This is an optimization exercise on Yosys and OpenROAD, whose aim is small area and a short achievable clock period, not a production implementation.
Only simulation tests tie the RTL to the original design; equivalence was not proved.
No activity file was given, so power comes from the tool's default toggle rates.

<file path="design.v">
module convout_lane_a (
    input  wire [31:0] x,          
    input  wire        f32, bf16, fp16, e4m3, e5m2,    
    input  wire        is_int,     
    input  wire [2:0]  rnd,        
    input  wire        internal,   
    input  wire [15:0] u,          
    output wire [31:0] a,          
    output reg         up,         
    output wire        s,          
    output wire        nan,        
    output wire        infbig      
);
    assign s = x[31];
    wire [7:0]  fe     = x[30:23];
    wire [22:0] fm     = x[22:0];
    wire        hid    = |fe;
    wire        fe_ff  = &fe;
    assign nan         = !internal && fe_ff && (|fm);
    wire        isinf  = !internal && fe_ff && !(|fm);
    wire [7:0]  fe1    = {fe[7:1], fe[0] | !hid};         
    wire [31:0] oc = {1'b0, x[30:0]};
    reg  [31:0] pand;
    integer k, l;
    always @(*) begin
        pand = oc;
        for (l = 0; l < 5; l = l + 1)
            for (k = 0; k < 32; k = k + 1)
                if (k[l])
                    pand[k] = pand[k] & pand[((k >> (l + 1)) << (l + 1)) + (1 << l) - 1];
    end
    wire [31:0] imag = oc ^ ({32{s}} & {pand[30:0], 1'b1});
    wire        pw = s && !(|(oc[31:1] & ~oc[30:0]));
    reg  [5:0]  lzo;                                             
    reg  [15:0] z1; reg [7:0] z2; reg [3:0] z3; reg [1:0] z4;    
    reg  [15:0] c1; reg [15:0] c2; reg [11:0] c3; reg [7:0] c4;  
    always @(*) begin
        for (k = 0; k < 16; k = k + 1) begin
            z1[k] = !(oc[2*k+1] | oc[2*k]);
            c1[k] = !oc[2*k+1];
        end
        for (k = 0; k < 8; k = k + 1) begin
            z2[k] = z1[2*k+1] & z1[2*k];
            c2[2*k +: 2] = z1[2*k+1] ? {1'b1, c1[2*k]} : {1'b0, c1[2*k+1]};
        end
        for (k = 0; k < 4; k = k + 1) begin
            z3[k] = z2[2*k+1] & z2[2*k];
            c3[3*k +: 3] = z2[2*k+1] ? {1'b1, c2[4*k +: 2]} : {1'b0, c2[4*k+2 +: 2]};
        end
        for (k = 0; k < 2; k = k + 1) begin
            z4[k] = z3[2*k+1] & z3[2*k];
            c4[4*k +: 4] = z3[2*k+1] ? {1'b1, c3[6*k +: 3]} : {1'b0, c3[6*k+3 +: 3]};
        end
        lzo = (z4[1] & z4[0]) ? 6'd32 : z4[1] ? {2'b01, c4[3:0]} : {2'b00, c4[7:4]};
    end
    wire izero = !(|x);
    wire [31:0] src  = internal ? imag : {hid, fm, 8'd0};
    wire        narrow = fp16 | e4m3 | e5m2;
    wire [6:0]  cm   = f32 ? 7'd31 : bf16 ? 7'd47 : fp16 ? 7'd44 : e4m3 ? 7'd51 : 7'd52;
    wire [7:0]  cf   = fp16 ? 8'd157 : e4m3 ? 8'd172 : 8'd165;
    wire        fsub = narrow && fe1 <= (e4m3 ? 8'd120 : 8'd112);     
    wire        big  = fe1 > 8'd158;
    wire        use_fe = !internal && (is_int || fsub);
    wire        use_lz = internal && !is_int;
    wire [7:0]  tc   = use_fe ? (is_int ? 8'd182 : cf + 8'd1) :
                       use_lz ? {1'b0, cm} + {7'd0, pw} + 8'd1 :
                       internal ? 8'd23 : {1'b0, cm};
    wire [7:0]  tv   = use_fe ? ~fe1 : use_lz ? ~{2'd0, lzo} : 8'd0;
    wire [7:0]  tsum = tc + tv;
    wire        t71  = !internal && (is_int ? fe1 < 8'd111
                                            : fsub && fe1 <= (fp16 ? 8'd86 : e4m3 ? 8'd101 : 8'd94));
    wire [6:0]  t    = t71 ? 7'd71 : tsum[6:0];
    wire [7:0]  bp   = internal ? ~{2'd0, lzo} : fe;
    wire [7:0]  bq   = internal ? ((f32 | bf16) ? 8'd159 : e4m3 ? 8'd39 : 8'd47) + {7'd0, pw}
                                : (e4m3 ? 8'd136 : narrow ? 8'd144 : 8'd0);
    wire [7:0]  bsum = bp + bq;
    wire        bzero = internal ? izero : fsub;
    wire [7:0]  be   = bzero ? 8'd0 : bsum;
    wire [70:0] v0 = {src, 39'd0};
    wire [70:0] v1 = t[0] ? (v0 >> 1)  : v0;
    wire [70:0] v2 = t[1] ? (v1 >> 2)  : v1;
    wire [70:0] v3 = t[2] ? (v2 >> 4)  : v2;
    wire [70:0] v4 = t[3] ? (v3 >> 8)  : v3;
    wire [70:0] v5 = t[4] ? (v4 >> 16) : v4;
    wire [70:0] v6 = t[5] ? (v5 >> 32) : v5;
    wire [70:0] vs = t[6] ? (v6 >> 64) : v6;
    wire [31:0] rq  = vs[47:16];
    wire [15:0] d   = vs[15:0];
    wire half  = d[15];
    wire stk = (t[0] & v0[0]) | (t[1] & (|v1[1:0])) | (t[2] & (|v2[3:0])) | (t[3] & (|v3[7:0])) |
               (t[4] & (|v4[15:0])) | (t[5] & (|v5[31:0])) | (t[6] & (|v6[63:0]));
    wire rest  = stk | (|d[14:0]);                      
    reg [15:0] gg, pp; integer q, w;
    reg c5;
    always @(*) begin
        gg = d & u; pp = d | u;
        for (w = 0; w < 4; w = w + 1)
            for (q = 0; q < 16; q = q + 1)
                if (q[w]) begin
                    gg[q] = gg[q] | (pp[q] & gg[((q >> (w + 1)) << (w + 1)) + (1 << w) - 1]);
                    pp[q] = pp[q] & pp[((q >> (w + 1)) << (w + 1)) + (1 << w) - 1];
                end
        c5 = gg[15];
    end
    always @(*) begin
        case (rnd)
            3'd0: up = half & (rest | rq[0]);
            3'd1: up = half;
            3'd3: up = (half | rest) & ~s;
            3'd4: up = (half | rest) & s;
            3'd5: up = c5;
            default: up = 1'b0;
        endcase
    end
    wire [31:0] keep = is_int ? 32'hFFFF_FFFF : f32 ? 32'h007F_FFFF : bf16 ? 32'h7F :
                       fp16 ? 32'h3FF : e4m3 ? 32'h7 : 32'h3;
    wire [31:0] bsh  = ({32{f32}}  & {1'b0, be, 23'd0}) | ({32{bf16}} & {17'd0, be, 7'd0}) |
                       ({32{fp16}} & {14'd0, be, 10'd0}) | ({32{e4m3}} & {21'd0, be, 3'd0}) |
                       ({32{e5m2}} & {22'd0, be, 2'd0});
    assign a      = (rq & keep) | bsh;
    assign infbig = isinf || (!internal && is_int && big);
endmodule
module convout_lane_b (
    input  wire [31:0] a,
    input  wire        up, s, nan, infbig,
    input  wire        f32, bf16, fp16, e4m3, e5m2,    
    input  wire        i32, i16, i8, u8, i4, u4,       
    input  wire        internal,
    input  wire        sat,
    input  wire        rz,         
    input  wire        rp,         
    input  wire        rm,         
    output reg  [31:0] y,          
    output reg         f_sat,
    output reg         f_nan,
    output reg         f_inf
);
    wire        is_int = i32 | i16 | i8 | u8 | i4 | u4;
    wire        inv = is_int & s;
    wire [33:0] ai  = {2'd0, a} ^ {34{inv}};
    reg  [33:0] c;
    reg         blk;
    integer k;
    always @(*) begin
        blk = up ^ inv;
        for (k = 0; k < 34; k = k + 1) begin
            if (k % 9 == 0)
                c[k] = blk;
            else
                c[k] = c[k-1] & ai[k-1];
            if (k % 9 == 8)
                blk = blk & (&ai[k-8 +: 9]);
        end
    end
    wire [33:0] r   = ai ^ c[33:0];
    wire [31:0] ym  = r[31:0];
    wire ovf = f32  ? (&ym[30:23]) :
               bf16 ? (&ym[14:7]) :
               fp16 ? ((|ym[17:15]) | (&ym[14:10])) :
               e4m3 ? ((|ym[10:7]) | (&ym[6:0])) :
                      ((|ym[9:7]) | (&ym[6:2]));
    wire [31:0] sgnp  = f32 ? 32'h8000_0000 : (bf16 | fp16) ? 32'h8000 : 32'h80;   
    wire [31:0] canon = f32 ? 32'h7FC0_0000 : bf16 ? 32'h7FC0 : fp16 ? 32'h7E00 : e4m3 ? 32'h7F : 32'h7E;
    wire [31:0] maxb  = f32 ? 32'h7F7F_FFFF : bf16 ? 32'h7F7F : fp16 ? 32'h7BFF : e4m3 ? 32'h7E : 32'h7B;
    wire [31:0] infb  = f32 ? 32'h7F80_0000 : bf16 ? 32'h7F80 : fp16 ? 32'h7C00 : 32'h7C;
    wire        satc  = sat || rz || (rp && s) || (rm && !s);
    wire ovi = i32 ? (r[33:31] != 3'b000 && r[33:31] != 3'b111) :
               i16 ? (r[33:15] != 19'd0 && r[33:15] != {19{1'b1}}) :
               i8  ? (r[33:7]  != 27'd0 && r[33:7]  != {27{1'b1}}) :
               u8  ? (r[33:8]  != 26'd0) :
               i4  ? (r[33:3]  != 31'd0 && r[33:3]  != {31{1'b1}}) :
                     (r[33:4]  != 30'd0);
    wire [31:0] imask = i32 ? 32'hFFFF_FFFF : i16 ? 32'hFFFF : (i8 | u8) ? 32'hFF : 32'hF;
    wire [31:0] ilo = i32 ? 32'h8000_0000 : i16 ? 32'h8000 : i8 ? 32'h80 : i4 ? 32'h8 : 32'h0;
    wire [31:0] ihi = i32 ? 32'h7FFF_FFFF : i16 ? 32'h7FFF : i8 ? 32'h7F : u8 ? 32'hFF : i4 ? 32'h7 : 32'hF;
    wire [31:0] cp = is_int ? ilo : infb;
    wire [31:0] cq = is_int ? ihi : maxb;
    wire [31:0] cm = is_int ? imask : 32'hFFFF_FFFF;
    wire        fspec = infbig || ovf;
    wire        iclamp = infbig || ((!internal || sat) && ovi);
    wire        fmax  = e4m3 ? sat : (!infbig && satc);
    reg         kn, kp, kq, kr, ks;
    always @(*) begin
        f_sat = 1'b0; f_nan = 1'b0; f_inf = 1'b0;
        kn = 1'b0; kp = 1'b0; kq = 1'b0; kr = 1'b0; ks = 1'b0;
        if (is_int) begin
            if (nan)          f_sat = 1'b1;
            else if (iclamp) begin f_sat = 1'b1; kp = s; kq = !s; end
            else              kn = 1'b1;
        end else begin
            if (nan) begin
                kr = 1'b1; f_nan = 1'b1;
            end else if (fspec) begin
                if (fmax) begin
                    kq = 1'b1; ks = s; f_sat = 1'b1;
                end else if (e4m3) begin
                    kr = 1'b1; f_sat = 1'b1; f_nan = 1'b1;
                end else begin
                    kp = 1'b1; ks = s; f_inf = 1'b1;
                end
            end else begin
                kn = 1'b1; ks = s;
            end
        end
    end
    always @(*)
        y = ({32{kn}} & r[31:0] & cm) | ({32{kp}} & cp) | ({32{kq}} & cq) |
            ({32{kr}} & canon) | ({32{ks}} & sgnp);
endmodule
module convout4 (
    input  wire         clk,
    input  wire         rst,           
    input  wire         in_valid,
    input  wire [7:0]   in_fmt,
    input  wire [2:0]   in_round,
    input  wire         in_sat,
    input  wire         in_internal,
    input  wire [127:0] in_x,          
    input  wire         seed_load,
    input  wire [31:0]  seed,
    output reg          out_valid,
    output reg  [127:0] out_y,
    output reg  [3:0]   out_sat,
    output reg  [3:0]   out_nan,
    output reg  [3:0]   out_inf,
    output reg  [31:0]  lfsr_state
);
    localparam LANES = 4;
    wire [31:0] g = lfsr_state;
    wire [31:0] g64;
    wire [64:0] pa;
    assign pa[0] = g[24] ^ g[30];
    assign pa[1] = g[21] ^ g[27];
    assign pa[2] = g[22] ^ g[28];
    assign pa[3] = g[23] ^ g[29];
    assign pa[4] = g[19] ^ g[25];
    assign pa[5] = g[20] ^ g[26];
    assign pa[6] = g[12] ^ pa[0];
    assign pa[7] = g[31] ^ pa[4];
    assign pa[8] = g[9] ^ pa[1];
    assign pa[9] = g[10] ^ pa[2];
    assign pa[10] = g[11] ^ pa[3];
    assign pa[11] = g[4] ^ g[16];
    assign pa[12] = g[5] ^ g[17];
    assign pa[13] = g[6] ^ g[18];
    assign pa[14] = g[8] ^ pa[5];
    assign pa[15] = g[1] ^ g[13];
    assign pa[16] = g[0] ^ pa[6];
    assign pa[17] = g[2] ^ g[14];
    assign pa[18] = g[3] ^ g[15];
    assign pa[19] = g[7] ^ pa[7];
    assign pa[20] = pa[11] ^ pa[12];
    assign pa[21] = pa[8] ^ pa[13];
    assign pa[22] = pa[10] ^ pa[16];
    assign pa[23] = pa[9] ^ pa[15];
    assign pa[24] = g[0] ^ pa[14];
    assign pa[25] = pa[18] ^ pa[21];
    assign pa[26] = pa[13] ^ pa[19];
    assign pa[27] = pa[10] ^ pa[17];
    assign pa[28] = pa[8] ^ pa[24];
    assign pa[29] = pa[1] ^ pa[18];
    assign pa[30] = g[1] ^ pa[9];
    assign pa[31] = g[2] ^ pa[22];
    assign pa[32] = pa[11] ^ pa[19];
    assign pa[33] = pa[23] ^ pa[32];
    assign pa[34] = pa[7] ^ pa[15];
    assign pa[35] = pa[5] ^ pa[17];
    assign pa[36] = g[7] ^ pa[2];
    assign pa[37] = pa[3] ^ pa[20];
    assign pa[38] = g[25] ^ g[31];
    assign pa[39] = g[21] ^ pa[16];
    assign pa[40] = g[3] ^ pa[23];
    assign pa[41] = g[4] ^ pa[14];
    assign pa[42] = g[12] ^ pa[12];
    assign pa[43] = g[13] ^ pa[26];
    assign pa[44] = g[5] ^ g[13];
    assign pa[45] = g[14] ^ pa[14];
    assign pa[46] = pa[16] ^ pa[25];
    assign pa[47] = g[15] ^ pa[8];
    assign pa[48] = g[15] ^ pa[9];
    assign pa[49] = g[16] ^ pa[12];
    assign pa[50] = g[8] ^ g[16];
    assign pa[51] = g[17] ^ pa[30];
    assign pa[52] = pa[22] ^ pa[50];
    assign pa[53] = g[17] ^ g[18];
    assign pa[54] = g[18] ^ pa[34];
    assign pa[55] = pa[14] ^ pa[22];
    assign pa[56] = g[6] ^ pa[27];
    assign pa[57] = pa[29] ^ pa[56];
    assign pa[58] = g[1] ^ pa[6];
    assign pa[59] = g[8] ^ pa[37];
    assign pa[60] = g[3] ^ g[14];
    assign pa[61] = g[9] ^ pa[0];
    assign pa[62] = pa[10] ^ pa[60];
    assign pa[63] = pa[9] ^ pa[19];
    assign pa[64] = pa[11] ^ pa[36];
    assign g64[0] = g[26] ^ pa[38] ^ pa[11] ^ pa[15] ^ pa[6] ^ pa[8];
    assign g64[1] = g[9] ^ pa[17] ^ pa[20] ^ pa[30] ^ pa[39];
    assign g64[2] = g[10] ^ g[22] ^ g[26] ^ pa[20] ^ pa[25] ^ pa[31];
    assign g64[3] = g[11] ^ g[23] ^ g[27] ^ pa[6] ^ pa[20] ^ pa[26] ^ pa[40];
    assign g64[4] = g[24] ^ g[28] ^ pa[42] ^ pa[27] ^ pa[41] ^ pa[43];
    assign g64[5] = g[7] ^ g[29] ^ pa[4] ^ pa[44] ^ pa[45] ^ pa[46];
    assign g64[6] = g[6] ^ g[30] ^ pa[45] ^ pa[47] ^ pa[33];
    assign g64[7] = g[7] ^ g[31] ^ pa[49] ^ pa[27] ^ pa[48] ^ pa[28];
    assign g64[8] = pa[25] ^ pa[51] ^ pa[52];
    assign g64[9] = g[9] ^ pa[53] ^ pa[31] ^ pa[33];
    assign g64[10] = g[3] ^ g[10] ^ pa[12] ^ pa[17] ^ pa[54] ^ pa[55];
    assign g64[11] = g[4] ^ g[11] ^ pa[35] ^ pa[34] ^ pa[46];
    assign g64[12] = g[5] ^ g[12] ^ pa[29] ^ pa[35] ^ pa[33];
    assign g64[13] = g[13] ^ pa[2] ^ pa[20] ^ pa[24] ^ pa[57];
    assign g64[14] = g[14] ^ pa[36] ^ pa[37] ^ pa[58] ^ pa[25];
    assign g64[15] = g[2] ^ pa[0] ^ pa[48] ^ pa[59] ^ pa[43];
    assign g64[16] = pa[49] ^ pa[61] ^ pa[24] ^ pa[62] ^ pa[26];
    assign g64[17] = g[10] ^ g[15] ^ g[17] ^ pa[19] ^ pa[21] ^ pa[41] ^ pa[58];
    assign g64[18] = g[2] ^ g[11] ^ g[16] ^ g[18] ^ pa[44] ^ pa[28] ^ pa[63];
    assign g64[19] = g[6] ^ g[12] ^ g[19] ^ pa[62] ^ pa[28] ^ pa[51];
    assign g64[20] = g[4] ^ g[7] ^ g[18] ^ g[20] ^ pa[23] ^ pa[47] ^ pa[31];
    assign g64[21] = g[5] ^ g[21] ^ pa[17] ^ pa[7] ^ pa[40] ^ pa[52];
    assign g64[22] = g[16] ^ g[17] ^ g[20] ^ g[22] ^ pa[57];
    assign g64[23] = g[23] ^ pa[53] ^ pa[18] ^ pa[64] ^ pa[39];
    assign g64[24] = g[22] ^ g[24] ^ pa[54] ^ pa[59];
    assign g64[25] = g[23] ^ pa[4] ^ pa[12] ^ pa[13] ^ pa[35] ^ pa[61];
    assign g64[26] = g[10] ^ g[24] ^ pa[5] ^ pa[29] ^ pa[26];
    assign g64[27] = g[11] ^ pa[1] ^ pa[4] ^ pa[14] ^ pa[64];
    assign g64[28] = pa[2] ^ pa[3] ^ pa[42] ^ pa[28];
    assign g64[29] = pa[0] ^ pa[3] ^ pa[21] ^ pa[23];
    assign g64[30] = pa[0] ^ pa[27] ^ pa[63];
    assign g64[31] = pa[38] ^ pa[18] ^ pa[55];
    wire draw = in_valid && in_round[2] && in_round[0];    
    always @(posedge clk) begin
        if (rst)
            lfsr_state <= 32'h0000_0001;
        else if (seed_load)
            lfsr_state <= seed;
        else if (draw)
            lfsr_state <= g64;
    end
    reg          v1;
    integer      k;
    reg  [127:0] x1;            
    reg          fi1;           
    reg  [2:0]   fc1;           
    reg  [2:0]   rnd1;
    reg          sat1, int1;
    reg  [31:0]  h1;            
    always @(posedge clk) begin
        v1   <= in_valid && !rst;
        for (k = 0; k < LANES; k = k + 1)
            x1[32*k +: 32] <= in_internal ? {in_x[32*k+31], in_x[32*k +: 31] ^ {31{in_x[32*k+31]}}}
                                          : in_x[32*k +: 32];
        fi1  <= in_fmt[4];
        fc1  <= in_fmt[2:0];
        rnd1 <= in_round;
        sat1 <= in_sat;
        int1 <= in_internal;
        h1   <= g64;
    end
    wire a_f32  = !fi1 && fc1 == 3'd1;
    wire a_bf16 = !fi1 && fc1 == 3'd2;
    wire a_fp16 = !fi1 && fc1 == 3'd3;
    wire a_e4m3 = !fi1 && fc1 == 3'd4;
    wire a_e5m2 = !fi1 && fc1 == 3'd5;
    wire [15:0] d0, d1, d2;
    wire [42:0] pd;
    assign pd[0] = h1[21] ^ h1[31];
    assign pd[1] = h1[5] ^ h1[15];
    assign pd[2] = h1[16] ^ h1[26];
    assign pd[3] = h1[17] ^ h1[27];
    assign pd[4] = h1[18] ^ h1[28];
    assign pd[5] = h1[29] ^ h1[30];
    assign pd[6] = h1[4] ^ h1[24];
    assign pd[7] = h1[10] ^ h1[20];
    assign pd[8] = h1[12] ^ h1[22];
    assign pd[9] = h1[13] ^ h1[23];
    assign pd[10] = h1[25] ^ pd[1];
    assign pd[11] = h1[6] ^ h1[7];
    assign pd[12] = h1[1] ^ h1[11];
    assign pd[13] = h1[8] ^ h1[9];
    assign pd[14] = h1[19] ^ pd[5];
    assign pd[15] = h1[14] ^ pd[9];
    assign pd[16] = pd[6] ^ pd[10];
    assign pd[17] = pd[2] ^ pd[11];
    assign pd[18] = pd[4] ^ pd[13];
    assign pd[19] = h1[0] ^ pd[7];
    assign pd[20] = h1[2] ^ pd[12];
    assign pd[21] = h1[8] ^ pd[3];
    assign pd[22] = h1[7] ^ pd[18];
    assign pd[23] = h1[30] ^ pd[0];
    assign pd[24] = h1[3] ^ pd[8];
    assign pd[25] = h1[24] ^ h1[25];
    assign pd[26] = h1[6] ^ pd[16];
    assign pd[27] = h1[25] ^ h1[27];
    assign pd[28] = h1[26] ^ h1[28];
    assign pd[29] = pd[11] ^ pd[21];
    assign pd[30] = h1[27] ^ h1[29];
    assign pd[31] = h1[0] ^ h1[10];
    assign pd[32] = h1[31] ^ pd[5];
    assign pd[33] = pd[12] ^ pd[19];
    assign pd[34] = pd[20] ^ pd[24];
    assign pd[35] = h1[2] ^ pd[15];
    assign pd[36] = h1[19] ^ pd[22];
    assign pd[37] = pd[0] ^ pd[8];
    assign pd[38] = h1[29] ^ pd[3];
    assign pd[39] = pd[7] ^ pd[14];
    assign pd[40] = pd[2] ^ pd[3];
    assign pd[41] = h1[20] ^ pd[14];
    assign pd[42] = h1[22] ^ h1[23];
    assign d0[0] = h1[16] ^ h1[15] ^ pd[6];
    assign d0[1] = h1[17] ^ pd[16];
    assign d0[2] = h1[18] ^ h1[26] ^ pd[26];
    assign d0[3] = h1[5] ^ h1[19] ^ pd[27] ^ pd[17];
    assign d0[4] = h1[20] ^ pd[28] ^ pd[29];
    assign d0[5] = h1[21] ^ pd[30] ^ pd[22];
    assign d0[6] = h1[22] ^ h1[28] ^ pd[13] ^ pd[31] ^ pd[14];
    assign d0[7] = h1[9] ^ h1[23] ^ pd[32] ^ pd[33];
    assign d0[8] = h1[12] ^ h1[24] ^ pd[31] ^ pd[20] ^ pd[23];
    assign d0[9] = h1[13] ^ h1[25] ^ h1[31] ^ pd[34];
    assign d0[10] = h1[3] ^ h1[4] ^ h1[12] ^ h1[26] ^ pd[35];
    assign d0[11] = h1[3] ^ h1[13] ^ h1[14] ^ h1[27] ^ pd[1] ^ pd[6];
    assign d0[12] = h1[4] ^ h1[6] ^ h1[14] ^ h1[16] ^ h1[28] ^ pd[10];
    assign d0[13] = h1[17] ^ h1[29] ^ pd[1] ^ pd[17];
    assign d0[14] = h1[16] ^ h1[18] ^ h1[30] ^ pd[29];
    assign d0[15] = h1[17] ^ h1[31] ^ pd[36];
    assign d1[0] = h1[31] ^ pd[19];
    assign d1[1] = pd[0] ^ pd[33];
    assign d1[2] = pd[37] ^ pd[19] ^ pd[20];
    assign d1[3] = h1[21] ^ pd[9] ^ pd[34];
    assign d1[4] = pd[6] ^ pd[24] ^ pd[35];
    assign d1[5] = h1[3] ^ pd[15] ^ pd[16];
    assign d1[6] = h1[14] ^ pd[2] ^ pd[26];
    assign d1[7] = pd[3] ^ pd[10] ^ pd[17];
    assign d1[8] = pd[4] ^ pd[17] ^ pd[21];
    assign d1[9] = pd[38] ^ pd[36];
    assign d1[10] = pd[18] ^ pd[39];
    assign d1[11] = h1[9] ^ h1[11] ^ pd[0] ^ pd[39];
    assign d1[12] = h1[11] ^ pd[7] ^ pd[8] ^ pd[23];
    assign d1[13] = h1[11] ^ pd[9] ^ pd[37];
    assign d1[14] = h1[24] ^ pd[8] ^ pd[15];
    assign d1[15] = h1[15] ^ pd[25] ^ pd[15];
    assign d2[0] = pd[2];
    assign d2[1] = pd[40];
    assign d2[2] = pd[4] ^ pd[40];
    assign d2[3] = h1[19] ^ pd[4] ^ pd[38];
    assign d2[4] = pd[4] ^ pd[41];
    assign d2[5] = pd[0] ^ pd[41];
    assign d2[6] = h1[20] ^ h1[22] ^ pd[23];
    assign d2[7] = pd[0] ^ pd[42];
    assign d2[8] = h1[24] ^ pd[42];
    assign d2[9] = h1[23] ^ pd[25];
    assign d2[10] = h1[26] ^ pd[25];
    assign d2[11] = h1[26] ^ pd[27];
    assign d2[12] = h1[27] ^ pd[28];
    assign d2[13] = h1[28] ^ pd[30];
    assign d2[14] = h1[28] ^ pd[5];
    assign d2[15] = pd[32];
    wire [63:0] u1 = {h1[15:0], d2, d1, d0};
    wire [127:0] a;
    wire [3:0]   up, sg, nan, ib;
    genvar l;
    generate
        for (l = 0; l < LANES; l = l + 1) begin : lane_a
            convout_lane_a u_a (
                .x (x1[32*l +: 32]),
                .f32 (a_f32), .bf16 (a_bf16), .fp16 (a_fp16), .e4m3 (a_e4m3), .e5m2 (a_e5m2),
                .is_int (fi1), .rnd (rnd1), .internal (int1), .u (u1[16*l +: 16]),
                .a (a[32*l +: 32]), .up (up[l]), .s (sg[l]), .nan (nan[l]), .infbig (ib[l])
            );
        end
    endgenerate
    reg          v2;
    reg  [127:0] a2;
    reg  [3:0]   up2, sg2, nan2, ib2;
    reg          fi2, sat2, int2, rz2, rp2, rm2;
    reg  [2:0]   fc2;
    always @(posedge clk) begin
        v2   <= v1 && !rst;
        a2   <= a;
        up2  <= up;
        sg2  <= sg;
        nan2 <= nan;
        ib2  <= ib;
        fi2  <= fi1;
        fc2  <= fc1;
        sat2 <= sat1;
        int2 <= int1;
        rz2  <= rnd1 == 3'd2;
        rp2  <= rnd1 == 3'd3;
        rm2  <= rnd1 == 3'd4;
    end
    wire f32  = !fi2 && fc2 == 3'd1;
    wire bf16 = !fi2 && fc2 == 3'd2;
    wire fp16 = !fi2 && fc2 == 3'd3;
    wire e4m3 = !fi2 && fc2 == 3'd4;
    wire e5m2 = !fi2 && fc2 == 3'd5;
    wire i32  =  fi2 && fc2 == 3'd0;
    wire i16  =  fi2 && fc2 == 3'd1;
    wire i8   =  fi2 && fc2 == 3'd2;
    wire u8   =  fi2 && fc2 == 3'd3;
    wire i4   =  fi2 && fc2 == 3'd4;
    wire u4   =  fi2 && fc2 == 3'd5;
    wire [127:0] y;
    wire [3:0]   fs, fn, fi;
    generate
        for (l = 0; l < LANES; l = l + 1) begin : lane_b
            convout_lane_b u_b (
                .a (a2[32*l +: 32]), .up (up2[l]), .s (sg2[l]), .nan (nan2[l]), .infbig (ib2[l]),
                .f32 (f32), .bf16 (bf16), .fp16 (fp16), .e4m3 (e4m3), .e5m2 (e5m2),
                .i32 (i32), .i16 (i16), .i8 (i8), .u8 (u8), .i4 (i4), .u4 (u4),
                .internal (int2), .sat (sat2), .rz (rz2), .rp (rp2), .rm (rm2),
                .y (y[32*l +: 32]), .f_sat (fs[l]), .f_nan (fn[l]), .f_inf (fi[l])
            );
        end
    endgenerate
    always @(posedge clk) begin
        if (rst)
            out_valid <= 1'b0;
        else
            out_valid <= v2;
        out_y   <= y;
        out_sat <= fs;
        out_nan <= fn;
        out_inf <= fi;
    end
endmodule
</file>
<file path="flow/run.sh">
#!/bin/bash
# The standard layout (standard.sh) with two changes to how it is made:
#  - synthesis is the standard one (synth_recipe.tcl, ORFS synth.tcl) except
#    that ABC maps the logic with flow/abc.script, an area-oriented script
#    (registers, their names and cells are untouched: ABC sees only the
#    combinational logic);
#  - the timing repair aims at a shorter cycle (larger setup margin), repairs
#    only the worst few percent of endpoints, may change a cell's footprint,
#    and the ports are buffered with buf_2 instead of the default delay buffer;
#  - clock tree: sink clusters of up to 24 within 80 um, clkbuf_8/16, no dummy
#    loads;
#  - after CTS, flow/post_cts.tcl gives each output port's buffer and the
#    register driving it the largest drive of their own cell type.
# The clock, its period and the constraints are the design's. make's full
# output goes to make_finish.log here; ORFS keeps each step's log in orfs/logs.
set -euo pipefail
W=$PWD
export MY_ABC_SCRIPT=$W/flow/abc.script
sed 's#source \$::env(SCRIPTS_DIR)/synth_preamble.tcl#&\nset abc_args [lreplace $abc_args 1 1 $::env(MY_ABC_SCRIPT)]#' \
  "$FLOW_HOME/scripts/synth.tcl" > $W/synth_mod.tcl
grep -q MY_ABC_SCRIPT $W/synth_mod.tcl
sed "s#source \$::env(SCRIPTS_DIR)/synth.tcl#source $W/synth_mod.tcl#" $W/synth_recipe.tcl > $W/synth_recipe_mod.tcl
grep -q synth_mod.tcl $W/synth_recipe_mod.tcl
bash standard.sh SYNTH_SCRIPT=$W/synth_recipe_mod.tcl SETUP_SLACK_MARGIN=${MARGIN:-24.45} TNS_END_PERCENT=5 \
  MATCH_CELL_FOOTPRINT=0 "BUFFER_PORTS_ARGS=-buffer_cell sky130_fd_sc_hd__buf_2" "CTS_ARGS=-sink_clustering_enable -repair_clock_nets -sink_clustering_size 24 -sink_clustering_max_diameter 80 -dont_use_dummy_load -buf_list {sky130_fd_sc_hd__clkbuf_8 sky130_fd_sc_hd__clkbuf_16}" finish > make_finish.log 2>&1
</file>
<file path="flow/abc.script">
strash
dch
amap
topo
stime -c
buffer -c
upsize -c
dnsize -c
</file>
<file path="standard.sh">
#!/bin/bash
# synth_recipe.tcl (not shown) runs the flow's synth.tcl, then flattens the netlist and writes it again
# the make line also repeats each setting of config.mk as NAME=value (left out here)
make -C /OpenROAD-flow-scripts/flow DESIGN_CONFIG=/design/flow/config.mk WORK_HOME=/design/flow/orfs CLKGATE_MAP_FILE= SYNTH_SCRIPT=/design/flow/synth_recipe.tcl "${@:-finish}"
</file>
<file path="config.mk">
export PLATFORM = sky130hd
export DESIGN_NAME = convout4
export DESIGN_NICKNAME = convout4
export VERILOG_FILES = /design/flow/design.v
export SDC_FILE = /design/flow/constraint.sdc
export NUM_CORES = 8
export LEC_CHECK = 0
export ABC_AREA = 1
export CAP_MARGIN = 20
export CORE_MARGIN = 2
export CORE_UTILIZATION = 55
export SETUP_SLACK_MARGIN = 1.5
export SLEW_MARGIN = 20
export SYNTH_MEMORY_MAX_BITS = 16384
</file>
<file path="constraint.sdc">
create_clock -name core_clock -period 32.0 [get_ports {clk}]
set_input_delay 6.4000 -clock core_clock [delete_from_list [all_inputs] [get_ports {clk}]]
set_output_delay 6.4000 -clock core_clock [all_outputs]
set_load 0.01 [all_outputs]
</file>
==> impl_metrics.toml, run 1 <==
[timing]
clock-skew-final_ps = 96.12
tns_ps = 0
finalSetupViolCount = 0
drv_slew = 0
hold_viol_final = 0
fin_worst_hold_slack_ps = 335.8
rsz0062_at_grt = "true"
min_period_ps = 7634
tightest_slew_ps = 1269
timing.final.ws_setup_ps = 24370
finalCritPeriodShare_pct = 23.86
slew_headroom_pct = 14.49
max_freq_mhz = 131.0

[logic_synthesis]
ys_ff_latch = 497
synth_nets = 6795
avgSynthCellArea_um2 = 6.631
ys_dominant_reg_cell = "dfxtp_1"
synth_top_area_cell = "dfxtp_1"
synth_enable_flop_cells = 0
synth.yosys.warnings = 3
synthDistinctLibCells = 78
synthArstFlopShare_pct = 0
yosys-top-cells-area = "dfxtp_1, nor2_1, o22a_1, o22ai_1, ha_1"
postSynthCellCount = 6409
seq_area_frac_synth_pct = 23.41
syn_area_um2 = 42500
synth.top_cell.area_share_pct = 23.41

[clock_network]
hold_buffers = 0
clockRootBuffer = "clkbuf_16"
cts_tree = "done"
clock_tree.htree_level_count = 2
ctsLongestPathBuffers = 3
cts_num_sinks = 497
clk_pin_slew_ps = 100
cts_buffers = 35
clock_latency_ps = 620

[worst_setup_path]
r2r_cells = 32
r2r_end = "up2[1]$_DFF_P_"
rr_startpoint = "fi1$_DFF_P_"
cpPeakStageDelay_ps = 430
crit_path_end_kind = "output pin"
crit_family = "flip-flops"
crit_required_ps = 25600
worstPathMaxFanout = 9
critPathKind = "reg2out"
crit_buf_inv = 1
cp_data_arrival_time_ps = 1230
r2r_slack_ps = 24400
crit_path_top_delay_cell = "dfxtp_2"
startpoint_type = "flip-flop"
crit_chain = "buf_2"

[layout]
fillers = 7071
layout-drive-gt1-share_pct = 13.17
areaGrowthSynthToFinish_pct = 12.04
finalNonFillerCells = 7622
nets = 6979
most-common-layout-cells = "nor2_1, o22ai_1, inv_1, nand2_1, a21oi_1"
layout_commonest_cell = "nor2_1"

[floorplanning]
core_area_um2 = 76200
die_y_um = 282.0
dieArea_um2 = 79510
ios = 350
fp.dieW_um = 282.0
start_util_pct = 55.77
rows = 101

[place]
numPortBuffers = 345
place_hpwl_um = 138300
gp_congestion = 1.115
dp_slack_ps = 21110
dpl.cell_count = 7492

[power_and_ir_drop]
clockPowerShare_pct = 11.4
p_sw_uw = 1874
leakagePower_uw = 0.01957
power.density_nw_per_um2 = 74.77
seqPwrFrac_pct = 24.3
peakVddDrop_uv = 80.52
p_sw_share_pct = 52.63
finalPower_uw = 3560
p_comb_share_pct = 64.2
p_int_uw = 1686

[min_path]
min_path_type = "reg2reg"
hold_path_end = "sat2$_DFF_P_"
whs_path_depth = 0
hold_start = "sat1$_DFF_P_"

[detailed_routing]
drc = 0
firstDrtPassIters = 9
antenna_left = 0
drt_first_iter_violations = 7706
detail_route.wl_per_cell_um = 23.55
vias = 51510
drt-vias-per-instance = 6.758
drt_wl_total_um = 179500

[grt]
grt_max_degree = 84
grt.met2_usage_pct = 70.72
antenna_found_initial = 5
grt.met1_usage_pct = 50.75
grt_pass1_vias = 46840
grt_use_total_pct = 42.60
grt-busiest-layer = "met2"
grt_overflow_total = 0
gr-usage-met3_pct = 8.154
grt_pass1_wl_um = 264200

[outcome]
outcome = "no timing/DRC/antenna violations"

[flow_run]
maxCapViolCount = 0
[cell type report]
| cell class | instances | area, um2 | area share, % |
|---|---|---|---|
| multi-input cells | 4951 | 29880 | 62.74 |
| flip-flops and latches | 497 | 10020 | 21.05 |
| repair buffers | 482 | 3014 | 6.330 |
| inverters | 605 | 2389 | 5.016 |
| well taps | 1030 | 1289 | 2.706 |
| clock buffers | 35 | 875.8 | 1.839 |
| repair inverters | 21 | 148.9 | 0.3127 |
| diodes | 1 | 2.502 | 0.005255 |
[kinds of logic (layout without fill, tap and decap cells)]
family                   after synthesis  count (layout)  synth area share (%)
AO/OA/AOI/OAI                       2413            2413                 37.18
XOR/XNOR                              11              11                0.2267
adder cells (fa/ha/maj)              209             209                 6.294
buffers and inverters                962            1143                 8.529
flip-flops                           497             497                 23.41
other                                  0               1                     0
AND/OR/NAND/NOR                     2317            2318                 24.36
[synth_stat cells (all sizes together), types with 19 or more instances]
cell type,number
a211oi,42
inv,593
o21a,25
buf,47
o21ai,482
nor2b,52
or2,66
o22a,423
o2111ai,19
or3,29
a31oi,72
dfxtp,497
nor2,1131
a21oi,474
nor3,128
clkbuf,310
o22ai,584
o32ai,108
a22oi,29
o221ai,48
nor4,82
nand4,84
ha,201
nand3,132
nand2,519
or4,29
[metal layers]
layer | routed length [um] | part of all wire, %
met2 | 81890 | 46
met1 | 66500 | 37
met4 | 12740 | 7.1
met5 | 27 | 0.015
met3 | 18350 | 10
[flip-flops by register name, indices dropped and copies added, names as in the netlist, 4 cells and up]
register,cells
a2,128
h1,32
ib2,4
lfsr_state,32
nan2,4
out_inf,4
out_nan,4
out_sat,4
out_y,128
sg2,4
up2,4
x1,128
[power by group through the flow]
stage          Combinational (uW)  Sequential [uW]  Clock [uW]
5_1_grt                      2440              874         432
4_1_cts                      2130              859         411
6_report                     2290              866         407
2_1_floorplan                1440              834           0
3_3_place_gp                 2080              871           0
3_5_place_dp                 2090              872           0
[what timing repair did]
action | CTS | global route
endpoints found under the hold margin | 0 | 0
pin swaps | 8 | 25
setup buffers | 34 | 36
setup endpoints to repair | 291 | 190
gates cloned | 12 | 12
gates resized for setup | 155 | 220
[how the worst max path moves through the flow]
stage | from | endpoint | cells past startpoint
floorplan | fc2[1]$_DFF_P_ | out_y[111]$_DFF_P_ | 36
global placement | fc1[0]$_DFF_P_ | up2[1]$_DFF_P_ | 33
detailed placement | fc1[0]$_DFF_P_ | up2[1]$_DFF_P_ | 33
CTS | lfsr_state[6]$_SDFFE_PP0P_ | lfsr_state[6] | 1
global route | fc2[1]$_DFF_P_ | out_y[95]$_DFF_P_ | 37
finish | lfsr_state[17]$_SDFFE_PP0P_ | lfsr_state[17] | 1
[through the flow]
step / area, um2 / utilization, %
finish: 47620 / 62.49
floorplan: 42500 / -
global route: 47620 / 62.49
CTS: 46500 / 61.02
detailed placement: 44870 / 58.88
global placement: 44870 / 58.88
==> run 2, diff against run 1 <==
--- a/flow/run.sh
+++ b/flow/run.sh
@@ -21,5 +21,5 @@
 grep -q MY_ABC_SCRIPT $W/synth_mod.tcl
 sed "s#source \$::env(SCRIPTS_DIR)/synth.tcl#source $W/synth_mod.tcl#" $W/synth_recipe.tcl > $W/synth_recipe_mod.tcl
 grep -q synth_mod.tcl $W/synth_recipe_mod.tcl
-bash standard.sh SYNTH_SCRIPT=$W/synth_recipe_mod.tcl SETUP_SLACK_MARGIN=${MARGIN:-24.45} TNS_END_PERCENT=5 \
+bash standard.sh SYNTH_SCRIPT=$W/synth_recipe_mod.tcl SETUP_SLACK_MARGIN=${MARGIN:-24.6} TNS_END_PERCENT=5 \
   MATCH_CELL_FOOTPRINT=0 "BUFFER_PORTS_ARGS=-buffer_cell sky130_fd_sc_hd__buf_2" "CTS_ARGS=-sink_clustering_enable -repair_clock_nets -sink_clustering_size 24 -sink_clustering_max_diameter 80 -dont_use_dummy_load -buf_list {sky130_fd_sc_hd__clkbuf_8 sky130_fd_sc_hd__clkbuf_16}" finish > make_finish.log 2>&1
==> run 2 against run 1 <==
  * Final cell count increased by 0.52%
  * First-iteration DRC count decreased by 1.3%
  * Combinational power about the same
  * Register-to-register slack improved by 80 ps
==> impl_metrics.toml, run 2 <==
[timing]
tightest_slew_ps = 1331
slew_headroom_pct = 10.48
rsz0062_at_grt = "true"
drv_slew = 0
finalSetupViolCount = 0
clock-skew-final_ps = 98.45
tns_ps = 0
max_freq_mhz = 132.4
fin_worst_hold_slack_ps = 335.7
finalCritPeriodShare_pct = 23.61
hold_viol_final = 0
min_period_ps = 7554

[logic_synthesis]
synth_nets = 6795
avgSynthCellArea_um2 = 6.631
synthTopCellsByCount = "nor2_1, o22ai_1, inv_1, nand2_1, dfxtp_1"
synth_xor_area_share_pct = 0.2267
synth.top_cell.area_share_pct = 23.41
postSynthCellCount = 6409
synth_top_family_by_area = "compound AO/OA/AOI/OAI gates"
seq_area_frac_synth_pct = 23.41
synth_enable_flop_cells = 0
ys_ff_latch = 497
syn_area_um2 = 42500
synth_adder_area_share_pct = 6.294
synth-simple-area-share_pct = 24.36
synth_most_common_cell = "nor2_1"
yosys-top-cells-area = "dfxtp_1, nor2_1, o22a_1, o22ai_1, ha_1"
synthDistinctLibCells = 78
synth_top_area_cell = "dfxtp_1"
synth.yosys.warnings = 3
synth_mux_area_share_pct = 0
synth_compound_area_share_pct = 37.18
synthArstFlopShare_pct = 0
ys_dominant_reg_cell = "dfxtp_1"

[grt]
grt_use_total_pct = 42.70
grt_pass1_vias = 46900
grt_pass1_wl_um = 264700
grt_overflow_total = 0
antenna_found_initial = 7
grt_max_degree = 84

[layout]
reg_top3 = "a2: 128 flops, out_y: 128 flops, x1: 128 flops"
nets = 7019
layout-drive-gt1-share_pct = 14.27
areaGrowthSynthToFinish_pct = 13.80
layout_commonest_cell = "nor2_1"
final_core_util_pct = 63.47
fillers = 6977
most-common-layout-cells = "nor2_1, o22ai_1, inv_1, nand2_1, a21oi_1"

[min_path]
whs_path_depth = 0
min_path_type = "reg2reg"

[place]
numPortBuffers = 345
place_hpwl_um = 138300
gp_congestion = 1.115

[worst_setup_path]
critPathKind = "reg2out"
crit_chain = "buf_6"
crit_buf_inv = 1
r2r_cells = 35
crit_family = "flip-flops"
crit_required_ps = 25600
path_depth = 1
crit_path_end_kind = "output pin"
crit_path_top_delay_cell = "dfxtp_4"
worstPathMaxFanout = 4
cpPeakStageDelay_ps = 410
startpoint_type = "flip-flop"
cp_data_arrival_time_ps = 1150

[clock_network]
clock_tree.htree_level_count = 2
clk_pin_slew_ps = 90
clockRootBuffer = "clkbuf_16"
ctsLongestPathBuffers = 3
cts_buffers = 35
cts_num_sinks = 497
cts_tree = "done"
hold_buffers = 0
clock_latency_ps = 630

[floorplanning]
ios = 350
start_util_pct = 55.77
die_y_um = 282.0
dieArea_um2 = 79510
core_area_um2 = 76200
rows = 101
fp.dieW_um = 282.0

[detailed_routing]
drt_first_iter_violations = 7602
detail_route.wl_per_cell_um = 23.71
drt_wl_total_um = 181700
drt-vias-per-instance = 6.775
antenna_left = 0
firstDrtPassIters = 21
vias = 51910
drc = 0

[outcome]
outcome = "no timing/DRC/antenna violations"

[power_and_ir_drop]
leakagePower_uw = 0.01989
peakVddDrop_uv = 80.43
power.density_nw_per_um2 = 74.21
finalPower_uw = 3589

[flow_run]
maxCapViolCount = 0
## run 2: per-stage QoR
stage	area, um2	setup WS (ps)	instances
after detailed placement	44870	21110	7492
after global placement	44870	21250	7492
after floorplan	42500	24650	6409
after global routing	48370	24190	7661
final	48370	24450	7662
after CTS	46580	24370	7580
## run 2: what timing repair did
item | CTS | global route
pin swaps | 8 | 32
endpoints found under the setup margin | 464 | 346
buffers inserted | 38 | 64
gates cloned | 15 | 17
resized for setup | 167 | 300
## run 2: layer usage
layer	global-route usage, %	vias to the layer above	wire length [um]
li1	-	24020	-
met1	50.90	23580	67120
met2	70.86	3437	82780
met3	8.228	865	18620
met4	26.20	6	13120
met5	0	-	40
## run 2: kinds of logic (layout without fill, tap and decap cells)
family	Yosys count	in the layout
buffers and inverters	962	1183
adders and majority gates	209	209
xor gates and xnor gates	11	11
other	0	1
AOI/OAI and AO/OA	2413	2413
DFF	497	497
and+or+nand+nor	2317	2318
## run 2: final timing paths
kind         slack [ps]                       start                end
max               24450  lfsr_state[5]$_SDFFE_PP0P_      lfsr_state[5]
max reg2reg       24480              fc2[1]$_DFF_P_  out_y[89]$_DFF_P_
min                 340                sat1$_DFF_P_       sat2$_DFF_P_
min reg2reg         340                sat1$_DFF_P_       sat2$_DFF_P_
## run 2: power by group
group | switching (uW) | leakage, uW | internal (uW)
sequential | 125 | 0.00416 | 739
combinational | 1550 | 0.0153 | 768
clock | 216 | 0.000431 | 194
total | 1890 | 0.0199 | 1700
## run 2: final cells by class
type | count | area, um2 | share of cell area [%]
multi-input combinational | 4951 | 30070 | 62.16
antenna | 1 | 2.502 | 0.005174
sequential | 497 | 10090 | 20.86
inverter | 605 | 2399 | 4.959
clock buffer | 35 | 875.8 | 1.811
timing repair buffer | 521 | 3492 | 7.220
tap | 1030 | 1289 | 2.664
timing repair inverter | 22 | 156.4 | 0.3234
==> run 3, diff against run 2 <==
--- a/flow/run.sh
+++ b/flow/run.sh
@@ -21,5 +21,5 @@
 grep -q MY_ABC_SCRIPT $W/synth_mod.tcl
 sed "s#source \$::env(SCRIPTS_DIR)/synth.tcl#source $W/synth_mod.tcl#" $W/synth_recipe.tcl > $W/synth_recipe_mod.tcl
 grep -q synth_mod.tcl $W/synth_recipe_mod.tcl
-bash standard.sh SYNTH_SCRIPT=$W/synth_recipe_mod.tcl SETUP_SLACK_MARGIN=${MARGIN:-24.6} TNS_END_PERCENT=5 \
+bash standard.sh SYNTH_SCRIPT=$W/synth_recipe_mod.tcl SETUP_SLACK_MARGIN=${MARGIN:-24.75} TNS_END_PERCENT=5 \
   MATCH_CELL_FOOTPRINT=0 "BUFFER_PORTS_ARGS=-buffer_cell sky130_fd_sc_hd__buf_2" "CTS_ARGS=-sink_clustering_enable -repair_clock_nets -sink_clustering_size 24 -sink_clustering_max_diameter 80 -dont_use_dummy_load -buf_list {sky130_fd_sc_hd__clkbuf_8 sky130_fd_sc_hd__clkbuf_16}" finish > make_finish.log 2>&1
==> run 3 against run 2 <==
  * Critical endpoint unchanged
  * Power fell by 0.31%
  * Critical path depth is the same
  * Synthesized area unchanged
  * Sequential cell count stayed put
  * Combinational power is essentially flat
  * Clock skew down 43 ps
  * First-iteration DRC count fell by 4.1%
  * Sequential power shrank 0.9%
  * Design area is 0.32% higher
  * Still clean
  * Clock power about the same
  * Global-route usage down 1.0 points
  * Setup slack better by 60 ps
==> impl_metrics.toml, run 3 <==
[timing]
tns_ps = 0
finalSetupViolCount = 0
clock-skew-final_ps = 55.36
drv_slew = 0
min_period_ps = 7494
fin_worst_hold_slack_ps = 332.4
hold_viol_final = 0
slew_headroom_pct = 15.97
timing.final.ws_setup_ps = 24510
tightest_slew_ps = 1247
max_freq_mhz = 133.4
rsz0062_at_grt = "true"
finalCritPeriodShare_pct = 23.42

[logic_synthesis]
synth.yosys.warnings = 3
synth_top_area_cell = "dfxtp_1"
synthArstFlopShare_pct = 0
synth_most_common_cell = "nor2_1"
ys_ff_latch = 497
synth_nets = 6795
seq_area_frac_synth_pct = 23.41
postSynthCellCount = 6409
avgSynthCellArea_um2 = 6.631
synthTopCellsByCount = "nor2_1, o22ai_1, inv_1, nand2_1, dfxtp_1"
ys_dominant_reg_cell = "dfxtp_1"
syn_area_um2 = 42500
synth_enable_flop_cells = 0
synth.top_cell.area_share_pct = 23.41
yosys-top-cells-area = "dfxtp_1, nor2_1, o22a_1, o22ai_1, ha_1"
synthDistinctLibCells = 78

[grt]
antenna_found_initial = 6
grt_use_total_pct = 41.68
grt_max_degree = 81
grt_overflow_total = 0
grt_pass1_wl_um = 260000
grt_pass1_vias = 46560

[floorplanning]
core_area_um2 = 76200
die_y_um = 282.0
ios = 350
dieArea_um2 = 79510
rows = 101
start_util_pct = 55.77
fp.dieW_um = 282.0

[worst_setup_path]
crit_family = "flip-flops"
crit_required_ps = 25600
rr_startpoint = "fi1$_DFF_P_"
startpoint_type = "flip-flop"
crit_chain = "buf_6"
critPathKind = "reg2out"
cpPeakStageDelay_ps = 400
crit_buf_inv = 1
crit_path_top_delay_cell = "dfxtp_4"
cp_data_arrival_time_ps = 1090
r2r_cells = 34
crit_path_end_kind = "output pin"
r2r_end = "up2[1]$_DFF_P_"
worstPathMaxFanout = 2
r2r_slack_ps = 24760

[detailed_routing]
vias = 51730
drt_wl_total_um = 176700
drt-vias-per-instance = 6.723
antenna_left = 0
drc = 0
firstDrtPassIters = 10
detail_route.wl_per_cell_um = 22.96
drt_first_iter_violations = 7291

[clock_network]
hold_buffers = 0
clockRootBuffer = "clkbuf_16"
cts_buffers = 35
clk_pin_slew_ps = 90
ctsLongestPathBuffers = 3
clock_tree.htree_level_count = 2
cts_num_sinks = 497
cts_tree = "done"
clock_latency_ps = 590

[place]
gp_congestion = 1.159
place_hpwl_um = 133700
dp_slack_ps = 21740
numPortBuffers = 345

[layout]
layout_commonest_cell = "nor2_1"
final_core_util_pct = 63.67
nets = 7049
layout-drive-gt1-share_pct = 14.62
reg_top3 = "a2: 128 flops, out_y: 128 flops, x1: 128 flops"
areaGrowthSynthToFinish_pct = 14.16
most-common-layout-cells = "nor2_1, o22ai_1, inv_1, nand2_1, a21oi_1"

[outcome]
outcome = "no timing/DRC/antenna violations"

[power_and_ir_drop]
peakVddDrop_uv = 48.15
p_sw_share_pct = 52.37
p_comb_share_pct = 64.7
clockPowerShare_pct = 11.4
power.density_nw_per_um2 = 73.74
seqPwrFrac_pct = 23.9
leakagePower_uw = 0.01997
p_sw_uw = 1874
finalPower_uw = 3578
p_int_uw = 1704

[min_path]
hold_start = "sat1$_DFF_P_"
hold_path_end = "sat2$_DFF_P_"
whs_path_depth = 0
min_path_type = "reg2reg"

[flow_run]
maxCapViolCount = 0
-- run 3: cell type report --
type | count | area (um2)
fill | 7114 | 27680
tap | 1030 | 1289
timing repair inverter | 25 | 176.4
timing repair buffer | 549 | 3709
sequential | 497 | 10090
clock buffer | 35 | 875.8
inverter | 605 | 2402
antenna | 4 | 10.01
multi-input combinational | 4950 | 29960
-- run 3: metal layers --
metal	up-vias	wire, um	GRT usage, %
met3	827	18940	8.038
met1	23450	64420	49.30
met2	3370	80060	69.24
met4	4	13200	26.39
met5	-	27	0
li1	24080	-	-
-- run 3: metrics by stage --
stage,cell area (um2),std cells
after CTS,47090,7610
after floorplan,42510,6409
final,48520,7695
after global placement,44870,7493
after detailed placement,44870,7494
after global routing,48510,7691
-- run 3: logic make-up after synthesis --
family	share of synthesized area, %
simple gates	24.36
compound gates	37.18
fa+ha+maj	6.294
xor+xnor	0.2267
flops	23.41
buf+inv	8.529
-- run 3: worst max-delay path by stage --
stage | start | to | slack, ps | cells past startpoint
detailed placement | fc1[0]$_DFF_P_ | up2[0]$_DFF_P_ | 21740 | 41
global route | fc2[1]$_DFF_P_ | out_y[15]$_DFF_P_ | 24430 | 39
global placement | fc1[0]$_DFF_P_ | up2[0]$_DFF_P_ | 21810 | 41
finish | lfsr_state[5]$_SDFFE_PP0P_ | lfsr_state[5] | 24510 | 1
CTS | lfsr_state[5]$_SDFFE_PP0P_ | lfsr_state[5] | 24490 | 1
floorplan | fc2[1]$_DFF_P_ | out_y[120]$_DFF_P_ | 24650 | 35
-- run 3: repair_timing --
item | 4_1_cts | 5_1_grt
resized for setup | 239 | 236
endpoints found under the setup margin | 467 | 462
cloned | 20 | 14
pin swaps | 14 | 38
setup buffers | 61 | 66
hold endpoints to repair | 0 | 0
-- run 3: power groups by stage --
| stage | combinational (uW) | sequential [uW] | clock, uW |
|---|---|---|---|
| floorplan | 1440 | 834 | 0 |
| global placement | 2060 | 863 | 0 |
| detailed placement | 2080 | 864 | 0 |
| CTS | 2140 | 848 | 410 |
| global route | 2460 | 863 | 432 |
| finish | 2310 | 856 | 408 |
==> run 4, diff against run 3 <==
--- a/flow/run.sh
+++ b/flow/run.sh
@@ -21,5 +21,5 @@
 grep -q MY_ABC_SCRIPT $W/synth_mod.tcl
 sed "s#source \$::env(SCRIPTS_DIR)/synth.tcl#source $W/synth_mod.tcl#" $W/synth_recipe.tcl > $W/synth_recipe_mod.tcl
 grep -q synth_mod.tcl $W/synth_recipe_mod.tcl
-bash standard.sh SYNTH_SCRIPT=$W/synth_recipe_mod.tcl SETUP_SLACK_MARGIN=${MARGIN:-24.75} TNS_END_PERCENT=5 \
+bash standard.sh SYNTH_SCRIPT=$W/synth_recipe_mod.tcl SETUP_SLACK_MARGIN=${MARGIN:-24.9} TNS_END_PERCENT=5 \
   MATCH_CELL_FOOTPRINT=0 "BUFFER_PORTS_ARGS=-buffer_cell sky130_fd_sc_hd__buf_2" "CTS_ARGS=-sink_clustering_enable -repair_clock_nets -sink_clustering_size 24 -sink_clustering_max_diameter 80 -dont_use_dummy_load -buf_list {sky130_fd_sc_hd__clkbuf_8 sky130_fd_sc_hd__clkbuf_16}" finish > make_finish.log 2>&1
==> run 4 against run 3 <==
  * Clock power decreased by 2%
  * Setup slack got worse by 7.9 ps
  * Clock-buffer cell count decreased by 1
  * Via count increased by 0.92%
  * Sequential cell count unchanged
  * Combinational power increased by 2%
  * Highest routed layer unchanged
  * Power increased by 1.0%
  * Critical path type unchanged
  * Utilization increased by 0.82 points
  * Worst hold slack improved by 16 ps
  * Wire length increased by 1.4%
  * Final cell count increased by 0.32%
  * Still clean on timing, DRC and antenna
==> impl_metrics.toml, run 4 <==
[timing]
max_freq_mhz = 133.3
min_period_ps = 7502
tightest_slew_ps = 1252
clock-skew-final_ps = 70.08
tns_ps = 0
rsz0062_at_grt = "true"
drv_slew = 0
slew_headroom_pct = 15.62
finalCritPeriodShare_pct = 23.44
hold_viol_final = 0
finalSetupViolCount = 0

[place]
dpl.cell_count = 7493
gp_congestion = 1.141
numPortBuffers = 345
dpl-instance-area_um2 = 44890
place_hpwl_um = 133900

[logic_synthesis]
ys_dominant_reg_cell = "dfxtp_1"
synth.yosys.warnings = 3
synthTopCellsByCount = "nor2_1, o22ai_1, inv_1, nand2_1, dfxtp_1"
syn_area_um2 = 42500
synth_nets = 6795
seq_area_frac_synth_pct = 23.41
synthArstFlopShare_pct = 0
postSynthCellCount = 6409
ys_ff_latch = 497
synth_enable_flop_cells = 0
synth_most_common_cell = "nor2_1"
avgSynthCellArea_um2 = 6.631
yosys-top-cells-area = "dfxtp_1, nor2_1, o22a_1, o22ai_1, ha_1"
synthDistinctLibCells = 78
synth.top_cell.area_share_pct = 23.41
synth_top_area_cell = "dfxtp_1"

[power_and_ir_drop]
power.density_nw_per_um2 = 73.54
leakagePower_uw = 0.02027
p_sw_uw = 1892
p_int_uw = 1722
clockPowerShare_pct = 11.1
p_comb_share_pct = 65.2
peakVddDrop_uv = 60.52
p_sw_share_pct = 52.35
finalPower_uw = 3614
seqPwrFrac_pct = 23.7

[flow_run]
maxCapViolCount = 0

[detailed_routing]
drt_wl_total_um = 179200
vias = 52210
firstDrtPassIters = 10
detail_route.wl_per_cell_um = 23.21
drc = 0
drt_first_iter_violations = 7682
drt-vias-per-instance = 6.763
antenna_left = 0

[clock_network]
clock_tree.htree_level_count = 2
cts_buffers = 34
clk_pin_slew_ps = 90
clock_latency_ps = 590
clockRootBuffer = "clkbuf_16"
cts_num_sinks = 497
cts_tree = "done"
ctsLongestPathBuffers = 3

[grt]
grt_pass1_vias = 46740
grt_max_degree = 84
antenna_found_initial = 5
grt_overflow_total = 0
grt_pass1_wl_um = 258800
grt_use_total_pct = 41.47

[floorplanning]
ios = 350
die_y_um = 282.0
rows = 101
start_util_pct = 55.77
dieArea_um2 = 79510
fp.dieW_um = 282.0
core_area_um2 = 76200

[layout]
layout-drive-gt1-share_pct = 15.67
finish.instance_area_um2 = 49150
nets = 7076
areaGrowthSynthToFinish_pct = 15.64
fillers = 6904
most-common-layout-cells = "nor2_1, o22ai_1, inv_1, nand2_1, a21oi_1"
reg_top3 = "a2: 128 flops, out_y: 128 flops, x1: 128 flops"
final_core_util_pct = 64.49
layout_commonest_cell = "nor2_1"
finalNonFillerCells = 7720

[min_path]
whs_path_depth = 0
hold_path_end = "sat2$_DFF_P_"
hold_start = "sat1$_DFF_P_"
min_path_type = "reg2reg"

[worst_setup_path]
r2r_end = "out_y[126]$_DFF_P_"
crit_chain = "buf_6"
r2r_slack_ps = 24690
worstPathMaxFanout = 3
crit_path_top_delay_cell = "dfxtp_4"
cp_data_arrival_time_ps = 1100
cpPeakStageDelay_ps = 400
startpoint_type = "flip-flop"
path_depth = 1
critPathKind = "reg2out"
crit_family = "flip-flops"
r2r_cells = 39
crit_path_end_kind = "output pin"
crit_buf_inv = 1
crit_required_ps = 25600
rr_startpoint = "fc2[2]$_DFF_P_"

[outcome]
outcome = "no timing/DRC/antenna violations"
==> run 4: area by class of cell <==
class | instances | area, um2 | area share [%]
diodes | 2 | 5.005 | 0.01018
clock buffers | 34 | 850.8 | 1.731
inverters | 605 | 2414 | 4.911
multi-input cells | 4951 | 30220 | 61.49
flip-flops and latches | 497 | 10100 | 20.56
well taps | 1030 | 1289 | 2.622
repair buffers | 582 | 4128 | 8.399
repair inverters | 19 | 138.9 | 0.2826
==> run 4: logic make-up (layout without fill, tap and decap cells) <==
logic type	count (synthesis)	in the layout	share of synthesized area, %
DFF	497	497	23.41
AOI/OAI and AO/OA	2413	2414	37.18
buffers and inverters	962	1240	8.529
and+or+nand+nor	2317	2317	24.36
adders and majority gates	209	209	6.294
xor gates and xnor gates	11	11	0.2267
other	0	2	0
==> run 4: worst max path at each step <==
| stage | start | to | slack (ps) |
|---|---|---|---|
| floorplan | in_x[31] | x1[10]$_DFF_P_ | 24880 |
| global placement | fc1[0]$_DFF_P_ | up2[0]$_DFF_P_ | 21840 |
| detailed placement | fc1[0]$_DFF_P_ | up2[1]$_DFF_P_ | 21780 |
| CTS | lfsr_state[8]$_SDFFE_PP0P_ | lfsr_state[8] | 24500 |
| global route | fc2[2]$_DFF_P_ | out_y[126]$_DFF_P_ | 24400 |
| finish | lfsr_state[8]$_SDFFE_PP0P_ | lfsr_state[8] | 24500 |
==> run 4: timing repair <==
item / in CTS / in global routing
setup buffers: 70 / 82
setup endpoints to repair: 591 / 465
gates cloned: 20 / 19
pin swaps: 13 / 46
hold buffers: 0 / 0
gates resized for setup: 271 / 266
==> run 4: layer usage <==
metal	routed length, um	vias up	GRT usage [%]	share of wire [%]
li1	-	24120	-	-
met1	65120	23690	48.29	36
met2	81390	3494	69.53	45
met3	19320	896	8.543	11
met4	13290	8	26.05	7.4
met5	58	-	0	0.032
==> run 4: power by group through the flow <==
| stage | Clock [uW] | Sequential [uW] | Combinational (uW) |
|---|---|---|---|
| 5_1_grt | 424 | 863 | 2490 |
| 2_1_floorplan | 0 | 834 | 1450 |
| 4_1_cts | 404 | 847 | 2150 |
| 6_report | 401 | 856 | 2360 |
| 3_3_place_gp | 0 | 863 | 2060 |
| 3_5_place_dp | 0 | 864 | 2070 |
==> run 4: metrics by stage <==
| stage | setup slack, ps | hold slack (ps) |
|---|---|---|
| floorplan | 24880 | 309.6 |
| global placement | 21840 | 315.0 |
| detailed placement | 21780 | 331.8 |
| CTS | 24500 | 346.6 |
| global route | 24400 | 356.9 |
| finish | 24500 | 348.2 |
==> run 5, diff against run 4 <==
--- a/flow/run.sh
+++ b/flow/run.sh
@@ -21,5 +21,5 @@
 grep -q MY_ABC_SCRIPT $W/synth_mod.tcl
 sed "s#source \$::env(SCRIPTS_DIR)/synth.tcl#source $W/synth_mod.tcl#" $W/synth_recipe.tcl > $W/synth_recipe_mod.tcl
 grep -q synth_mod.tcl $W/synth_recipe_mod.tcl
-bash standard.sh SYNTH_SCRIPT=$W/synth_recipe_mod.tcl SETUP_SLACK_MARGIN=${MARGIN:-24.9} TNS_END_PERCENT=5 \
+bash standard.sh SYNTH_SCRIPT=$W/synth_recipe_mod.tcl SETUP_SLACK_MARGIN=${MARGIN:-25.1} TNS_END_PERCENT=5 \
   MATCH_CELL_FOOTPRINT=0 "BUFFER_PORTS_ARGS=-buffer_cell sky130_fd_sc_hd__buf_2" "CTS_ARGS=-sink_clustering_enable -repair_clock_nets -sink_clustering_size 24 -sink_clustering_max_diameter 80 -dont_use_dummy_load -buf_list {sky130_fd_sc_hd__clkbuf_8 sky130_fd_sc_hd__clkbuf_16}" finish > make_finish.log 2>&1
==> run 5 against run 4 <==
  * Still clean on timing, DRC and antenna
  * Synthesized cell count unchanged
  * Clock-buffer cell count decreased by 3
  * Combinational power increased by 3%
  * Utilization increased by 0.98 points
  * Largest power group unchanged
  * Highest routed layer unchanged
==> impl_metrics.toml, run 5 <==
[outcome]
outcome = "no timing/DRC/antenna violations"

[place]
numPortBuffers = 345
dpl-instance-area_um2 = 44900
gp_congestion = 1.137
place_hpwl_um = 137900

[logic_synthesis]
syn_area_um2 = 42500
ys_dominant_reg_cell = "dfxtp_1"
postSynthCellCount = 6409
synth.top_cell.area_share_pct = 23.41
synthTopCellsByCount = "nor2_1, o22ai_1, inv_1, nand2_1, dfxtp_1"
synth_nets = 6795
ys_ff_latch = 497
avgSynthCellArea_um2 = 6.631
synthArstFlopShare_pct = 0
seq_area_frac_synth_pct = 23.41
synthDistinctLibCells = 78
synth_most_common_cell = "nor2_1"
synth.yosys.warnings = 3
yosys-top-cells-area = "dfxtp_1, nor2_1, o22a_1, o22ai_1, ha_1"
synth_enable_flop_cells = 0
synth_top_area_cell = "dfxtp_1"

[power_and_ir_drop]
p_sw_uw = 1941
p_comb_share_pct = 66.1
peakVddDrop_uv = 69.27
power.density_nw_per_um2 = 73.43
p_int_uw = 1722
finalPower_uw = 3663
clockPowerShare_pct = 10.4
p_sw_share_pct = 52.99
seqPwrFrac_pct = 23.6
leakagePower_uw = 0.02048

[clock_network]
ctsLongestPathBuffers = 3
cts_buffers = 31
cts_tree = "done"
clockRootBuffer = "clkbuf_16"
clock_tree.htree_level_count = 1
clk_pin_slew_ps = 100
cts_num_sinks = 497
hold_buffers = 0
clock_latency_ps = 690

[timing]
max_freq_mhz = 131.8
slew_headroom_pct = 15.29
hold_viol_final = 0
min_period_ps = 7589
clock-skew-final_ps = 101.7
tightest_slew_ps = 1257
drv_slew = 0
finalSetupViolCount = 0
finalCritPeriodShare_pct = 23.71
rsz0062_at_grt = "true"
tns_ps = 0

[detailed_routing]
antenna_left = 0
drt-vias-per-instance = 6.869
firstDrtPassIters = 16
vias = 53180
drt_first_iter_violations = 8241
drc = 0
drt_wl_total_um = 188400
detail_route.wl_per_cell_um = 24.33

[worst_setup_path]
cpPeakStageDelay_ps = 400
startpoint_type = "flip-flop"
worstPathMaxFanout = 2
crit_path_end_kind = "output pin"
crit_buf_inv = 1
r2r_slack_ps = 24560
r2r_cells = 38
critPathKind = "reg2out"
cp_data_arrival_time_ps = 1190
rr_startpoint = "fc2[2]$_DFF_P_"
r2r_end = "out_y[79]$_DFF_P_"
crit_chain = "buf_6"
crit_path_top_delay_cell = "dfxtp_4"
crit_family = "flip-flops"
crit_required_ps = 25600

[grt]
grt_overflow_total = 0
grt_pass1_wl_um = 269100
grt_pass1_vias = 47750
grt_max_degree = 79
grt_use_total_pct = 43.38
antenna_found_initial = 6

[layout]
fillers = 6643
finish.instance_area_um2 = 49890
multi_input_area_um2 = 30760
most-common-layout-cells = "nor2_1, o22ai_1, inv_1, nand2_1, a21oi_1"
nets = 7097
seqCellArea_um2 = 10110
areaGrowthSynthToFinish_pct = 17.38
layout-drive-gt1-share_pct = 16.93
reg_top3 = "a2: 128 flops, out_y: 128 flops, x1: 128 flops"
final_core_util_pct = 65.47
layout_commonest_cell = "nor2_1"

[floorplanning]
start_util_pct = 55.77
die_y_um = 282.0
rows = 101
ios = 350
fp.dieW_um = 282.0
dieArea_um2 = 79510
core_area_um2 = 76200

[flow_run]
maxCapViolCount = 0

[min_path]
hold_path_end = "sat2$_DFF_P_"
hold_start = "sat1$_DFF_P_"
whs_path_depth = 0
min_path_type = "reg2reg"
==> run 5: cell counts after synthesis <==
No cell type changed its count.
==> run 5: final cells by class <==
| cell class | count | area share [%] |
|---|---|---|
| tap | 1030 | 2.583 |
| timing repair buffer | 604 | 8.783 |
| clock buffer | 31 | 1.555 |
| antenna | 3 | 0.01505 |
| sequential | 497 | 20.27 |
| timing repair inverter | 20 | 0.2734 |
| inverter | 605 | 4.850 |
| multi-input combinational | 4952 | 61.67 |
==> run 5: repair_timing <==
action                                  in CTS  in global routing
cloned                                      25                 20
setup buffers                               92                 81
pin swaps                                   24                 47
resized for setup                          301                352
endpoints found under the setup margin     593                465
==> run 5: kinds of logic (layout without fill, tap and decap cells) <==
kind of cell / Yosys count / in the layout / synth area share, %
DFF: 497 / 497 / 23.41
AOI/OAI and AO/OA: 2413 / 2413 / 37.18
other: 0 / 3 / 0
and+or+nand+nor: 2317 / 2319 / 24.36
xor gates and xnor gates: 11 / 11 / 0.2267
buffers and inverters: 962 / 1260 / 8.529
adders and majority gates: 209 / 209 / 6.294
==> run 5: how the worst max path moves through the flow <==
stage	from	to	slack, ps	cells after the start
final	lfsr_state[8]$_SDFFE_PP0P_	lfsr_state[8]	24410	1
after global routing	fc2[2]$_DFF_P_	out_y[47]$_DFF_P_	24330	35
after CTS	lfsr_state[8]$_SDFFE_PP0P_	lfsr_state[8]	24420	1
after detailed placement	fc1[0]$_DFF_P_	up2[0]$_DFF_P_	21120	40
after global placement	fc1[0]$_DFF_P_	up2[0]$_DFF_P_	21110	40
after floorplan	in_internal	x1[100]$_DFF_P_	24980	5
==> run 5: metrics by stage <==
step | hold slack [ps] | std cells | worst slack [ps]
2_1_floorplan | 309.6 | 6409 | 24980
3_5_place_dp | 319.7 | 7490 | 21120
4_1_cts | 347.9 | 7638 | 24420
5_1_grt | 358.5 | 7739 | 24330
3_3_place_gp | 314.8 | 7490 | 21110
6_report | 347.1 | 7742 | 24410
==> run 5: power groups by stage <==
| stage | combinational (uW) | sequential [uW] | clock, uW |
|---|---|---|---|
| after floorplan | 1450 | 834 | 0 |
| after global placement | 2080 | 868 | 0 |
| after detailed placement | 2100 | 870 | 0 |
| after CTS | 2190 | 852 | 380 |
| after global routing | 2560 | 869 | 404 |
| final | 2420 | 863 | 381 |
==> run 5: layer usage <==
metal	part of all wire, %	track usage, %
met1	36	50.62
met2	45	72.00
met3	11	9.662
met4	8.2	27.36
met5	0.027	0

-- re-timing with driven ports --
In the flow no input, the clock included, has a driving cell. The finished layouts below were timed again as built, in two steps. Step 1, drivers: a clkbuf_16 drives clk and a buf_2 each remaining input, both assumed. Step 2 also shifts input and output timing later by t, the mid clock arrival at the registers, as if the neighbouring blocks saw the same clock. a / b / c = no drivers / after step 1 / after step 2; a / b = the first two.
| run | t, ns | setup slack, ns | worst setup path at the end |
|---|---|---|---|
| run 1 | 0.646 | 24.365 / 24.290 / 23.953 | input to register |
| run 2 | 0.649 | 24.446 / 24.375 / 23.945 | input to register |
| run 3 | 0.636 | 24.506 / 24.432 / 24.017 | input to register |
| run 4 | 0.637 | 24.498 / 24.422 / 24.015 | input to register |
| run 5 | 0.711 | 24.411 / 24.335 / 24.035 | input to register |
After both steps every run listed still meets setup and hold. For run 2, which loses most, drivers alone change the setup slack by -0.071 ns; drivers and shift together by -0.501 ns.
